Context: an optimization exercise on an open-source flow, tuned for small area. The choices shown serve that exercise and are no tape-out recipe. Function was checked by simulation only, so behaviour that the tests miss may differ from the original. Power and IR drop assume default switching activity.

--- flow/run.sh ---
#!/bin/bash
# Own layout flow: the standard layout (standard.sh, all ORFS steps and
# settings unchanged) with three differences:
#  - synthesis maps the logic for area: ripple carry chains instead of the
#    Kogge-Stone map, no adder cells fixed ahead of ABC, and ABC's
#    area-recovering mapper (after a deepsyn pass) instead of the
#    delay-driven script (the registers come out of the same Yosys steps,
#    so they are unchanged);
#  - each port gets a sky130_fd_sc_hd__buf_1 as its buffer;
#  - clock tree synthesis clusters up to 15 sinks per clkbuf_8 and adds
#    no dummy loads.
# Every tool writes its full log under orfs/logs; make's own output goes to
# flow_make.log here.
set -euo pipefail
W=$(pwd)
F=$W/flow
sed -e "s#SYNTH_SCRIPT=[^ ]*#SYNTH_SCRIPT=$F/area_synth.tcl#" standard.sh > area_standard.sh
grep -q "SYNTH_SCRIPT=$F/area_synth.tcl" area_standard.sh
bash area_standard.sh finish \
  "BUFFER_PORTS_ARGS=-buffer_cell sky130_fd_sc_hd__buf_1" \
  "CTS_ARGS=-sink_clustering_enable -repair_clock_nets -dont_use_dummy_load -buf_list sky130_fd_sc_hd__clkbuf_8 -sink_clustering_size 15 -sink_clustering_max_diameter 100" \
  > flow_make.log 2>&1
test -s out/final.def
--- flow/area.abc ---
strash
&get -n
&fraig -x
&put
scorr
dc2
strash
&get -n
&deepsyn -T 200
&put
strash
&get -n
&dch -f
&nf -R 1000
&put
--- flow/area_synth.tcl ---
# The standard flow's synthesis script (synth_recipe.tcl) with an area-oriented mapping.
proc synth {args} { yosys synth -nofsm -noshare {*}$args }
set area_dir [file dirname [file normalize [info script]]]
# Plain ripple $lcu mapping instead of the Kogge-Stone extra map.
set ::env(SYNTH_OPERATIONS_ARGS) -nofsm
# Leave adder cells to ABC.
proc extract_fa {args} {}
# ABC with an area-recovering script; the liberty, don't-use and constraint
# arguments pass through.
proc abc {args} {
  global area_dir
  set keep {}
  for {set i 0} {$i < [llength $args]} {incr i} {
    set a [lindex $args $i]
    if {$a eq "-script" || $a eq "-D"} { incr i; continue }
    lappend keep $a
  }
  yosys abc -script $area_dir/area.abc {*}$keep
}
source $::env(SCRIPTS_DIR)/synth.tcl
# left out here: clear keep_hierarchy, flatten, clean up, hide names made inside functions, write 1_2_yosys.v
--- standard.sh ---
#!/bin/bash
# synth_recipe.tcl (not shown) runs the flow's synth.tcl, then flattens the netlist and writes it again
# the make line also repeats each setting of config.mk as NAME=value (left out here)
make -C /OpenROAD-flow-scripts/flow DESIGN_CONFIG=/design/flow/config.mk WORK_HOME=/design/flow/orfs CLKGATE_MAP_FILE= SYNTH_SCRIPT=/design/flow/synth_recipe.tcl "${@:-finish}"
--- config.mk ---
export PLATFORM = sky130hd
export DESIGN_NAME = sdm_channel
export DESIGN_NICKNAME = sdm_channel
export VERILOG_FILES = /design/flow/design.v
export SDC_FILE = /design/flow/constraint.sdc
export NUM_CORES = 4
export LEC_CHECK = 0
export CAP_MARGIN = 20
export CORE_MARGIN = 2
export CORE_UTILIZATION = 75
export PLACE_DENSITY = 0.85
export SLEW_MARGIN = 20
--- constraint.sdc ---
create_clock -name core_clock -period 12.0 [get_ports {clk}]
set_input_delay 2.4000 -clock core_clock [delete_from_list [all_inputs] [get_ports {clk}]]
set_output_delay 2.4000 -clock core_clock [all_outputs]
set_load 0.01 [all_outputs]
--- design.v ---
module sdm_channel (
    input  wire               clk,
    input  wire               rst,         
    input  wire               en,          
    input  wire               bit_stb,     
    input  wire               bit_in,      
    input  wire               catch_stb,   
    input  wire        [7:0]  tag_in,      
    input  wire        [8:0]  cfg_r,       
    input  wire        [1:0]  cfg_pord,    
    input  wire        [5:0]  cfg_m,       
    input  wire        [1:0]  cfg_deb,     
    input  wire signed [17:0] thr_hi,
    input  wire        [7:0]  hyst_hi,
    input  wire signed [17:0] thr_lo,
    input  wire        [7:0]  hyst_lo,
    input  wire signed [24:0] ofs,         
    output reg                res_stb,
    output wire signed [24:0] res_value,
    output reg                res_valid,
    output reg                res_err,
    output reg         [7:0]  res_tag,
    output reg                pout_stb,
    output wire signed [17:0] prot_p,
    output reg                prot_hi,
    output reg                prot_lo,
    output wire               stuck
);
    localparam HN = 258;    
    wire act       = en & ~rst;
    wire bit_now   = act & bit_stb;
    wire catch_now = act & catch_stb;
    function ge9;
        input [8:0] a, b;
        integer k;
        reg c;
        begin
            c = 1'b1;
            for (k = 0; k < 9; k = k + 1)
                c = (a[k] & ~b[k]) | (c & (a[k] | ~b[k]));
            ge9 = c;
        end
    endfunction
    wire [8:0] rp2 = cfg_r + 9'd2;
    function [8:0] div3;   
        input [8:0] v;
        integer k;
        reg [1:0] r;
        reg [2:0] t;
        reg ge;
        begin
            r = 2'd0;
            div3 = 9'd0;
            for (k = 8; k >= 0; k = k - 1) begin
                t  = {r, v[k]};
                ge = t[2] | (t[1] & t[0]);
                if (k < 7) div3[k] = ge;
                r  = ge ? {t[2] & t[0], t[2] & ~t[0]} : t[1:0];
            end
            div3[8:7] = r;
        end
    endfunction
    wire [8:0] dv   = div3(rp2);
    wire [6:0] len1 = dv[6:0];
    wire [1:0] e    = dv[8:7];
    function integer fmap;
        input integer i, lo, hi, nb;
        integer s, base, top;
        begin
            fmap = i;
            for (s = nb - 1; s >= 0; s = s - 1) begin
                base = (fmap >> s) << s;
                top  = base + (1 << s) - 1;
                if (top < lo || base > hi) fmap = fmap ^ (1 << s);
            end
        end
    endfunction
    reg [HN-1:0] h;
    always @(posedge clk)
        if (bit_now) h <= {h[HN-2:0], bit_in};
    reg  [8:0] cnt;    
    wire [8:0] cnt_n = !act ? 9'd0 :
                       (bit_now && !(cnt[8] & cnt[1])) ? cnt + 9'd1 : cnt;
    always @(posedge clk) cnt <= cnt_n;
    wire [127:0] lA, lB, lC;
    wire [31:0]  lM, l2M, l3M;
    genvar gi;
    generate
        for (gi = 0; gi < 128; gi = gi + 1) begin : g_lc
            assign lA[gi] = h[1 * fmap(gi, 6, 86, 7) - 1];
            assign lB[gi] = h[2 * fmap(gi, 6, 86, 7) - 1];
            assign lC[gi] = h[3 * fmap(gi, 6, 86, 7) - 1];
        end
        for (gi = 0; gi < 32; gi = gi + 1) begin : g_lp
            assign lM[gi]  = h[1 * ((gi < 4) ? 32 : gi) - 1];
            assign l2M[gi] = h[2 * ((gi < 4) ? 32 : gi) - 1];
            assign l3M[gi] = h[3 * ((gi < 4) ? 32 : gi) - 1];
        end
    endgenerate
    wire [8:0] len1x3 = {1'b0, len1, 1'b0} + {2'd0, len1};
    wire [7:0] mx3    = {1'b0, cfg_m, 1'b0} + {2'd0, cfg_m};
    reg vA, vB, vC;
    always @(posedge clk) begin
        vA <= ge9(cnt_n, {2'd0, len1});
        vB <= ge9(cnt_n, {1'b0, len1, 1'b0});
        vC <= ge9(cnt_n, len1x3);
    end
    wire [1:0] tA0 = {vA, lA[len1]};
    wire [1:0] tB0 = {vB, lB[len1]};
    wire [1:0] tC0 = {vC, lC[len1]};
    wire [1:0] tM0 = {ge9(cnt, {3'd0, cfg_m}),       lM[cfg_m[4:0]]};
    wire [1:0] tN0 = {ge9(cnt, {2'd0, cfg_m, 1'b0}), l2M[cfg_m[4:0]]};
    wire [1:0] tP0 = {ge9(cnt, {1'b0, mx3}),         l3M[cfg_m[4:0]]};
    reg [1:0] tA1, tA2, tB1, tB2, tC1, tC2;
    always @(posedge clk)
        if (!act) begin
            tA1 <= 2'd0; tA2 <= 2'd0;
            tB1 <= 2'd0; tB2 <= 2'd0;
            tC1 <= 2'd0; tC2 <= 2'd0;
        end else if (bit_now) begin
            tA1 <= tA0; tA2 <= tA1;
            tB1 <= tB0; tB2 <= tB1;
            tC1 <= tC0; tC2 <= tC1;
        end
    wire [1:0] tAe = e[1] ? tA2 : e[0] ? tA1 : tA0;
    wire [1:0] tBe = e[1] ? tB2 : e[0] ? tB1 : tB0;
    wire [1:0] tCe = e[1] ? tC2 : e[0] ? tC1 : tC0;
    function signed [2:0] tv;    
        input [1:0] t;
        tv = t[1] ? (t[0] ? 3'sd1 : -3'sd1) : 3'sd0;
    endfunction
    wire signed [2:0] bnew = bit_in ? 3'sd1 : -3'sd1;
    wire signed [4:0] xc = bnew - 2 * tv(tA0) + tv(tB0) - tv(tAe)
                         + 2 * tv(tBe) - tv(tCe);
    reg  signed [9:0]  ca;     
    reg  signed [14:0] cb;     
    reg  signed [20:0] cs;     
    wire signed [9:0]  ca_n = ca + xc_q;
    wire signed [14:0] cb_n = cb + (v2 ? ca_n : 10'sd0);
    wire signed [20:0] cs_n = cs + (v2 ? cb_n : 15'sd0);
    always @(posedge clk)
        if (!act) begin
            ca <= 10'sd0; cb <= 15'sd0; cs <= 21'sd0;
        end else begin
            ca <= ca_n; cb <= cb_n; cs <= cs_n;
        end
    wire p3 = cfg_pord == 2'd3;
    wire p2 = cfg_pord == 2'd2;
    wire signed [4:0] xp =
          (cfg_pord == 2'd0) ? 5'sd0 :
          p3 ? bnew - 3 * tv(tM0) + 3 * tv(tN0) - tv(tP0) :
          p2 ? bnew - 2 * tv(tM0) + tv(tN0) :
               bnew - tv(tM0);
    reg               v2;       
    reg  signed [4:0] xc_q, xp_q;
    always @(posedge clk)
        if (!act) begin
            v2 <= 1'b0; xc_q <= 5'sd0; xp_q <= 5'sd0;
        end else begin
            v2   <= bit_now;
            xc_q <= bit_now ? xc : 5'sd0;
            xp_q <= bit_now ? xp : 5'sd0;
        end
    reg  signed [8:0]  q1;     
    reg  signed [12:0] q2;     
    reg  signed [16:0] q3;     
    wire signed [8:0]  q1_n = (p3 ? q1 : 9'sd0) + xp_q;
    wire signed [12:0] q2_n = (cfg_pord[1] ? q2 : 13'sd0) + (v2 ? q1_n : 9'sd0);
    wire signed [16:0] q3_n = q3 + (v2 ? q2_n : 13'sd0);
    always @(posedge clk)
        if (!act) begin
            q1 <= 9'sd0; q2 <= 13'sd0; q3 <= 17'sd0;
        end else begin
            q1 <= q1_n; q2 <= q2_n; q3 <= q3_n;
        end
    assign prot_p = q3;
    wire signed [18:0] hi_lvl = thr_hi - (prot_hi ? $signed({1'b0, hyst_hi}) : 19'sd0);
    wire signed [18:0] lo_lvl = thr_lo + (prot_lo ? $signed({1'b0, hyst_lo}) : 19'sd0);
    function sge19;
        input [18:0] a, b;
        input c0;
        integer k;
        reg c;
        reg [18:0] aa, bb;
        begin
            aa = a ^ 19'h40000;
            bb = ~(b ^ 19'h40000);
            c  = ~c0;
            for (k = 0; k < 19; k = k + 1)
                c = (aa[k] & bb[k]) | (c & (aa[k] | bb[k]));
            sge19 = c;
        end
    endfunction
    wire [18:0] pe = {{2{q3_n[16]}}, q3_n};
    wire hi_ge = sge19(pe, hi_lvl, prot_hi);
    wire hi_cond = prot_hi ? ~hi_ge : hi_ge;
    wire lo_ge = sge19(lo_lvl, pe, prot_lo);
    wire lo_cond = prot_lo ? ~lo_ge : lo_ge;
    reg [1:0] hi_cnt, lo_cnt;    
    always @(posedge clk)
        if (!act) begin
            prot_hi <= 1'b0; prot_lo <= 1'b0;
            hi_cnt  <= 2'd0; lo_cnt  <= 2'd0;
        end else if (v2 && cfg_pord != 2'd0) begin
            if (prot_hi) begin
                if (hi_cond) prot_hi <= 1'b0;
            end else if (!hi_cond) begin
                hi_cnt <= 2'd0;
            end else if (hi_cnt == cfg_deb) begin
                prot_hi <= 1'b1;
                hi_cnt  <= 2'd0;
            end else begin
                hi_cnt <= hi_cnt + 2'd1;
            end
            if (prot_lo) begin
                if (lo_cond) prot_lo <= 1'b0;
            end else if (!lo_cond) begin
                lo_cnt <= 2'd0;
            end else if (lo_cnt == cfg_deb) begin
                prot_lo <= 1'b1;
                lo_cnt  <= 2'd0;
            end else begin
                lo_cnt <= lo_cnt + 2'd1;
            end
        end
    reg  [6:0] run;
    wire [6:0] run_n = (cnt[8:1] != 8'd0 && h[0] == h[1])
                       ? (run[6] ? run : run + 7'd1) : 7'd1;
    always @(posedge clk)
        if (!act) run <= 7'd0;
        else if (v2) run <= run_n;
    assign stuck = run[6];
    always @(posedge clk)
        if (!act) pout_stb <= 1'b0;
        else      pout_stb <= v2;
    reg  [19:0] z;
    wire [6:0]  len3 = len1 + {5'd0, e};
    wire [8:0]  dig  = (z[19] ? {len1, 1'b0} : 9'd0) + (z[18] ? {2'd0, len1} : 9'd0);
    always @(posedge clk)
        if (!act)
            z <= {1'b0, len3, 12'd0};
        else if (bit_now && cnt[8:4] == 5'd0 && cnt[3:1] != 3'd7)
            z <= {z[17:0], 2'b00} + {11'd0, dig};
    wire [19:0] gain = z;
    reg        cat1, cat2;
    reg [24:0] ofs_lo;
    reg        ofs_hi;
    wire signed [25:0] ofs_q = {ofs_hi, ofs_lo};
    wire signed [25:0] raw_n = $signed({cs, 4'b0000}) - ofs_q;
    always @(posedge clk) begin
        if (!act) begin
            cat1 <= 1'b0; cat2 <= 1'b0; res_stb <= 1'b0;
        end else begin
            cat1 <= catch_now; cat2 <= cat1; res_stb <= cat2;
        end
        if (catch_now) begin
            res_tag <= tag_in;
            {ofs_hi, ofs_lo} <= {ofs[24], ofs};
        end
        if (cat1) res_valid <= ge9(cnt, cfg_r);
        if (cat2) begin
            res_err <= res_valid & run[6];
            {ofs_hi, ofs_lo} <= raw_n;
        end
    end
    wire signed [25:0] raw = ofs_q;
    wire [21:0] rh = raw[25:4];
    wire        nz = raw[3:0] != 4'd0;
    function sge22;
        input [21:0] a, b;
        input c0;
        integer k;
        reg c;
        reg [21:0] aa, bb;
        begin
            aa = a ^ 22'h200000;
            bb = ~(b ^ 22'h200000);
            c  = c0;
            for (k = 0; k < 22; k = k + 1)
                c = (aa[k] & bb[k]) | (c & (aa[k] | bb[k]));
            sge22 = c;
        end
    endfunction
    wire        up  = sge22(rh, {2'b00, gain}, nz);
    wire        dn  = ~sge22(rh, ~{2'b00, gain}, 1'b0);    
    wire [19:0] ngain = ~gain + 20'd1;
    wire [24:0] sat = up ? {1'b0, gain, 4'b0000} :
                      dn ? {1'b1, ngain, 4'b0000} : raw[24:0];
    assign res_value = res_valid ? sat : 25'sd0;
endmodule
==> impl_metrics.env <==
export IMPL_timing_slew_headroom=0.260
export IMPL_worst_hold_slack_ns=0.358
export IMPL_ctsHoldBuffers=0
export IMPL_detail_route_iter0_violations=3095
export IMPL_clock_root_buffer="clkbuf_8"
export IMPL_flow_area_growth_from_synthesis_pct=8.07
export IMPL_synthTopCellsByArea="edfxtp_1 (39%), dfxtp_1 (13%), xnor2_1 (4.6%)"
export IMPL_dominantRegCellSynth="edfxtp_1"
export IMPL_run_status="timing/DRC/antenna clean"
export IMPL_gp_routability_congestion=0.956
export IMPL_grt_pass1_vias=19006
export IMPL_slew_limit_fails=0
export IMPL_layout_min_cycle_time_ns=11.25
export IMPL_critPathKind="in -> reg"
export IMPL_cts_max_path_buffers=3
export IMPL_die_w_um=179
export IMPL_dr_pass1_iters=9
export IMPL_synth_yosys_seq_area_share=0.523
export IMPL_cp_slowest_cell="or4_1"
export IMPL_cts_inserted_buffers=36
export IMPL_final_hold_violation_count=0
export IMPL_yosys_area_top_type="edfxtp_1"
export IMPL_core_area_um2=30400
export IMPL_cp_required_ns=12.49
export IMPL_remaining_drc_errors=0
export IMPL_grt_first_pass_wirelength_um=97200
export IMPL_grt_ovfl_total=0
export IMPL_worst_ep_arrival_time_ns=11.74
export IMPL_timing_worst_slew_pin_value_ns=1.11
export IMPL_layout_nets=2650
export IMPL_routedWlPerCell_um=21.7
export IMPL_initial_antenna_violation_count=4
export IMPL_postSynthCellCount=2308
export IMPL_grt_start_max_net_pins=128
export IMPL_setup_violations=0
export IMPL_number_of_vias_in_the_routed_layout=20371
export IMPL_design_die_area_um2=32100
export IMPL_cts_max_level=2
export IMPL_power_density_nw_per_um2=126
export IMPL_placedCellCount=2898
export IMPL_post_synth_instance_area_um2=23000
export IMPL_power_switching_share=0.306
export IMPL_synth_edff_count=301
export IMPL_tritoncts_clock_tree="built"
export IMPL_syn_mean_instance_area_um2=9.97
export IMPL_port_buffers=167
export IMPL_final_setup_tns_ns=0
export IMPL_power_leakage_nw=8.25
export IMPL_yosysWarnings=1
export IMPL_max_cap_violations=0
export IMPL_finalWorstSetupSlack_ns=0.751
export IMPL_netlist_cell_type_count=63
export IMPL_power_internal_w=0.00218
export IMPL_row_count=64
export IMPL_setup_repair_after_global_routing_missed_its_margin="false"
export IMPL_critical_path_endpoint_type="flop"
export IMPL_instances_no_fill=2938
export IMPL_clkTransAtPathRegs_ns=0.10
export IMPL_dp_worst_setup_slack_ns=0.138
export IMPL_critical_path_peak_fanout=8
export IMPL_comb_power_share=0.204
export IMPL_cts_setup_buffers=0
export IMPL_postRouteAntennaNets=0
export IMPL_place_hpwl_um=44500
export IMPL_critical_path_startpoint_type="input pin"
export IMPL_max_vdd_ir_drop_mv=0.111
export IMPL_achievable_frequency_mhz=88.9
export IMPL_clk_insertion_delay_late_ns=0.60
export IMPL_clockPowerShare=0.239
export IMPL_cts_resized_gates=0
export IMPL_die_height_um=179
export IMPL_p_switching_w=0.000961
export IMPL_synth_async_sr_flop_share=0
export IMPL_ios=168
export IMPL_critical_path_max_stage_delay_ns=0.52
export IMPL_start_util=0.756
export IMPL_holdCritPathClass="reg -> reg"
export IMPL_min_period_over_period=0.937
export IMPL_routed_wl_um=63800
export IMPL_layout_drive_gt1_share=0.0276
export IMPL_synth_nets=2418
export IMPL_grt_usage=0.390
export IMPL_finClkSkew_ns=0.0544
export IMPL_post_drt_via_cell_ratio=6.93
export IMPL_power_share_sequential=0.557
export IMPL_postSynthRegisterBits=451
export IMPL_post_synth_top_area_fraction=0.393
export IMPL_clock_sink_count=451
export IMPL_timing_critical_path_mode_cell="maj3_1"
==> cell usage in the layout, fill, tap and decap left out, drive strengths merged, types with 38 or more instances in the layout <==
master and n:
clkinv 108, nor3 45, nor2 238, and2 66, a22oi 38, buf 195
xor2 87, o22ai 58, xnor2 120, nand3 54, nand2 234, o21ai 176
dfxtp 150, a21oi 184, maj3 56, edfxtp 301
==> synth_stat cells, drive strengths merged, types with 56 or more instances <==
cell type    n
a21oi      184
and2        66
clkinv     109
dfxtp      150
edfxtp     301
maj3        56
nand2      234
nor2       238
o21ai      176
o22ai       58
xnor2      120
xor2        87
==> critical path, delay by kind of cell <==
kind / cells / cell delay (ns)
mux: 1 / 0.14
buf+inv: 1 / 0.28
compound gates: 10 / 1.80
simple gates: 14 / 2.66
xor+xnor: 5 / 1.08
fa+ha+maj: 9 / 3.38
==> per-stage QoR <==
stage                      util  power, W  instance area [µm²]
after floorplan               -   0.00217                23000
after global placement    0.800   0.00235                24400
after detailed placement  0.800   0.00238                24400
after CTS                 0.817   0.00310                24800
after global routing      0.817   0.00323                24900
final                     0.817   0.00314                24900
==> layer usage <==
| layer | up-vias | share of wire | GRT usage |
|---|---|---|---|
| met3 | 373 | 0.14 | 0.123 |
| met2 | 1573 | 0.45 | 0.611 |
| met4 | 0 | 0.050 | 0.175 |
| met5 | - | 0 | 0.00321 |
| met1 | 9358 | 0.36 | 0.498 |
| li1 | 9067 | - | - |
==> cells by family after synthesis <==
| family | Yosys count | share of synthesized area |
|---|---|---|
| compound gates | 693 | 0.193 |
| mux | 14 | 0.00636 |
| buf+inv | 110 | 0.0181 |
| flops | 451 | 0.523 |
| simple gates | 777 | 0.156 |
| fa+ha+maj | 56 | 0.0244 |
| xor+xnor | 207 | 0.0788 |
==> area by class of cell <==
class / instances / area [µm²]
Timing Repair Buffer: 195 / 837
Fill cell: 1874 / 5560
Clock buffer: 36 / 495
Tap cell: 396 / 495
Antenna cell: 4 / 10.0
Sequential cell: 451 / 12000
Multi-Input combinational cell: 1747 / 10600
Inverter: 109 / 417
==> state kept, by name, summed over array words and instances, names as in the netlist, 8 cells and up <==
name	flops
ca	10
cb	15
cnt	9
cs	21
h	258
ofs_lo	25
q1	9
q2	13
q3	17
res_tag	8
z	20
==> power groups by stage <==
stage / logic (W) / registers [W] / clock network (W)
floorplan: 0.000395 / 0.00177 / 0
global placement: 0.000577 / 0.00178 / 0
detailed placement: 0.000601 / 0.00178 / 0
CTS: 0.000607 / 0.00174 / 0.000744
global route: 0.000679 / 0.00175 / 0.000797
finish: 0.000641 / 0.00175 / 0.000750
==> worst paths after layout <==
| check | startpoint | to | slack (ns) | cells past startpoint |
|---|---|---|---|---|
| min | h[226] | h[227] | 0.36 | 0 |
| min reg2reg | h[226] | h[227] | 0.36 | 0 |
| max | cfg_pord[0] | hi_cnt[1] | 0.75 | 40 |
| max reg2reg | xp_q[0] | hi_cnt[1] | 2.86 | 37 |

[port drivers added, routing unchanged]
The results above use ideal ports. As a check the final layout listed here was re-extracted and re-timed, cells and wires unchanged. Step 1 sets driving cells, clkbuf_16 on the clock port and buf_2 on the other inputs (assumed; they add their load-dependent delay and slew). Step 2 also shifts input and output timing later by t, the mid clock arrival at the registers, as if the neighbouring blocks saw the same clock. Three values: ideal, step 1, step 2; two values: the first two.
t (ns): 0.619
setup WS [ns]: 0.751 / 0.777 / 0.157
worst slew at a driven data input, ns: 0.08
pins driven straight from the clock port: 1
After both steps setup and hold are still met in this run. For this run, drivers alone change the setup slack by +0.026 ns; drivers and shift together by -0.594 ns.
